This design comes from an exercise in tuning for small area, a short achievable clock period and few clock cycles on the open sky130 flow, not from production work.

// dgs_sha256
module dgs_sha256 (
    input  wire         clk,
    input  wire         rst,         
    input  wire         start,
    input  wire         load_state,
    input  wire         partial,
    input  wire [255:0] state_in,    
    input  wire [63:0]  count_in,    
    output wire         idle,
    input  wire         in_valid,
    output wire         in_ready,
    input  wire [31:0]  in_data,     
    input  wire         in_last,
    input  wire [2:0]   in_nbytes,   
    output reg          done,
    output wire         err,
    output wire [255:0] digest,
    output wire [63:0]  count_out
);
    localparam [255:0] IV = {32'h6a09e667, 32'hbb67ae85, 32'h3c6ef372, 32'ha54ff53a,
                             32'h510e527f, 32'h9b05688c, 32'h1f83d9ab, 32'h5be0cd19};
    function [31:0] rotr(input [31:0] x, input integer n);
        rotr = (x >> n) | (x << (32 - n));
    endfunction
    function [31:0] cs_add(input [31:0] x, input [31:0] y);
        reg [16:0] lo;
        reg [15:0] hi0, hi1;
        begin
            lo  = {1'b0, x[15:0]} + {1'b0, y[15:0]};
            hi0 = x[31:16] + y[31:16];
            hi1 = x[31:16] + y[31:16] + 16'd1;
            cs_add = {lo[16] ? hi1 : hi0, lo[15:0]};
        end
    endfunction
    function [31:0] bk_add(input [31:0] x, input [31:0] y);
        reg [31:0] p, g, p0;
        integer i, j;
        begin
            p = x ^ y;
            g = x & y;
            p0 = p;
            for (i = 1; i <= 5; i = i + 1)
                for (j = 2**i - 1; j < 32; j = j + 2**i) begin
                    g[j] = g[j] | (p[j] & g[j - 2**(i-1)]);
                    p[j] = p[j] & p[j - 2**(i-1)];
                end
            for (i = 5; i > 0; i = i - 1)
  ...
Size: about 5800 cells after synthesis, about 690 I/O pins, roughly 69000 um2 of cells after synthesis.
==> flow/config.mk <==
export PLATFORM = sky130hd
export DESIGN_NAME = dgs_sha256
export DESIGN_NICKNAME = dgs_sha256
export VERILOG_FILES = /design/flow/design.v
export SDC_FILE = /design/flow/constraint.sdc
export NUM_CORES = 4
export LEC_CHECK = 0
export CAP_MARGIN = 20
export CORE_MARGIN = 2
export CORE_UTILIZATION = 50
export SETUP_SLACK_MARGIN = 5
export SLEW_MARGIN = 20
==> flow/constraint.sdc <==
create_clock -name core_clock -period 10.0 [get_ports {clk}]
set_input_delay 2.0000 -clock core_clock [delete_from_list [all_inputs] [get_ports {clk}]]
set_output_delay 2.0000 -clock core_clock [all_outputs]
set_load 0.01 [all_outputs]
standard.sh (not shown) runs the stock make flow with config.mk's settings and CLKGATE_MAP_FILE= SYNTH_SCRIPT=/design/flow/synth_recipe.tcl, a recipe that flattens the netlist after the stock synthesis.
==> flow/flow/run.sh <==
#!/bin/bash
# The standard layout, with the port buffers made of the smallest buffer cell
# and a clock tree of smaller buffers without dummy loads.
set -euo pipefail
export BUFFER_PORTS_ARGS="-buffer_cell sky130_fd_sc_hd__buf_1"
export CTS_ARGS="-sink_clustering_enable -repair_clock_nets -dont_use_dummy_load -buf_list sky130_fd_sc_hd__clkbuf_4"
bash standard.sh > standard.log 2>&1
Change:
--- a/flow/design.v
+++ b/flow/design.v
@@ -62,25 +62,24 @@
     reg         pc;              
     reg         fold;            
     reg         r61, r62;        
     reg         r0;              
     reg [31:0]  hkw;
     reg [63:0]  tot;             
     reg         part_r;          
     reg         err_r;           
     reg         ended;           
     reg         placed80;        
     reg         lenblk;          
     reg         fin;             
-    reg         perr_r;          
     assign idle     = !busy;
     assign in_ready = busy && !ended && !fin && (na[5:4] == 2'd0);
     assign err       = err_r;
     assign digest    = {a, b, c, d, e, f, g, h};
     assign count_out = tot;
     wire [2:0] nbytes = in_last ? in_nbytes : 3'd4;
     reg [31:0] byte_mask, pad_byte;
     always @(*) begin
         case (nbytes)
             3'd0:    begin byte_mask = 32'h00000000; pad_byte = 32'h80000000; end
             3'd1:    begin byte_mask = 32'hff000000; pad_byte = 32'h00800000; end
             3'd2:    begin byte_mask = 32'hffff0000; pad_byte = 32'h00008000; end
@@ -179,25 +178,25 @@
     integer     ii, ll;
     always @(*) begin
         pre = tot[63:3];
         for (ll = 0; ll < 6; ll = ll + 1)
             for (ii = 0; ii < 61; ii = ii + 1)
                 if (ii[ll])
                     pre[ii] = pre[ii] & pre[((ii >> ll) << ll) - 1];
         inc_m = {pre[59:0] & {60{lo_n[3]}}, lo_n[3]};
     end
     wire [63:0] tot_n = {tot[63:3] ^ inc_m, lo_n[2:0]};
     wire err0  = load_state && (count_in[5:0] != 6'd0);
     wire perr  = p_end && !p_full && !p_empty && !err_r;    
-    wire ld    = !busy || perr_r;
+    wire ld    = busy ? perr : start;
     wire         use_in = !busy && !err0 && load_state;
     wire         use_iv = !busy && !err0 && !load_state;
     wire [255:0] init_v = ({256{use_in}} & state_in) | ({256{use_iv}} & IV);
     wire [63:0]  init_t = {64{use_in}} & count_in;
     always @(posedge clk) begin
         if (ld) begin
             {a, b, c, d, e, f, g, h} <= init_v;
             tot <= init_t;
         end else begin
             if (pc) begin
                 a <= a_n;
                 b <= fold ? fa_s : a;
@@ -227,36 +226,34 @@
         nb_i <= na;
         r0   <= pb && (nb_i == 6'd0);
     end
     always @(posedge clk) begin
         if (rst) begin
             busy <= 1'b0;
             done <= 1'b0;
             pb   <= 1'b0;
             pc   <= 1'b0;
             fold <= 1'b0;
             r61  <= 1'b0;
             r62  <= 1'b0;
-            perr_r <= 1'b0;
         end else begin
             done <= 1'b0;
             if (!busy) begin
                 if (start) begin
                     err_r    <= err0;
                     part_r   <= partial;
                     ended    <= 1'b0;
                     placed80 <= 1'b0;
                     lenblk   <= 1'b0;
                     fin      <= 1'b0;
-                    perr_r   <= 1'b0;
                     na       <= 6'd0;
                     pb       <= 1'b0;
                     pc       <= 1'b0;
                     fold     <= 1'b0;
                     r61      <= 1'b0;
                     r62      <= 1'b0;
                     busy     <= 1'b1;
                 end
             end else begin
                 if (a_go)
                     na <= na + 6'd1;
                 if (take && in_last) begin
@@ -277,37 +274,33 @@
                     if (na[3:0] == 4'd15) begin
                         if (lenblk)
                             fin <= 1'b1;
                         else
                             lenblk <= 1'b1;    
                     end
                 end
                 pb   <= a_go;
                 pc   <= pb;
                 fold <= pb && (nb_i == 6'd63);
                 r61  <= pb && (nb_i == 6'd61);
                 r62  <= pb && (nb_i == 6'd62);
-                if (perr_r) begin
-                    done <= 1'b1;
-                    busy <= 1'b0;
-                end else if (take && in_last && (err_r || perr)) begin
-                    err_r  <= 1'b1;
-                    done   <= err_r;
-                    busy   <= !err_r;
-                    perr_r <= !err_r;
-                    pb     <= 1'b0;
-                    pc     <= 1'b0;
-                    fold   <= 1'b0;
-                    r61    <= 1'b0;
-                    r62    <= 1'b0;
+                if (take && in_last && (err_r || perr)) begin
+                    err_r <= 1'b1;
+                    done  <= 1'b1;
+                    busy  <= 1'b0;
+                    pb    <= 1'b0;
+                    pc    <= 1'b0;
+                    fold  <= 1'b0;
+                    r61   <= 1'b0;
+                    r62   <= 1'b0;
                 end else if (p_end && p_empty && !(pb || pc)) begin
                     done <= 1'b1;
                     busy <= 1'b0;
                 end else if (p_end && p_empty) begin
                     fin <= 1'b1;
                 end else if (fin && fold) begin
                     done <= 1'b1;
                     busy <= 1'b0;
                 end
             end
         end
     end
Outcome: Synthesized area climbs by 0.96%; non-clock buffer count climbs by 44; wire length climbs by 3.5%; hold slack improved by 0.025 ns; critical path depth climbs by 4; clock skew climbs by 0.046 ns; via count climbs by 3.0%; global-route usage climbs by 0.45 points.
Function was not checked in any run of this note: the RTL went through the layout flow alone.

static timing again, ports no longer ideal:
How much do the figures lean on ideal ports? The routed layouts below were timed once more, with nothing changed but the port constraints.
Step 1 sets driving cells, clkbuf_16 on the clock port and buf_2 on the other inputs (assumed; they add their load-dependent delay and slew).
Step 2 adds t to the input delays and takes it off the output delays; t is the mean of the earliest and latest rising clock arrival at the registers after step 1. Input paths then give back, and output paths get back, about the clock's delay inside the block.
a / b / c = ideal ports / drivers / drivers and shift; a / b = the first two.
run | t (ns) | slack for setup (ns) | latest minus earliest clock arrival (ns)
the first run | 1.347 | 4.674 / 4.674 / 4.178 | 0.160 / 0.160
the second run | 1.323 | 4.744 / 4.744 / 4.285 | 0.185 / 0.185
After both steps setup and hold are still met in every run listed. For the first run, which loses most, drivers alone change the setup slack by 0.000 ns; drivers and shift together by -0.496 ns.
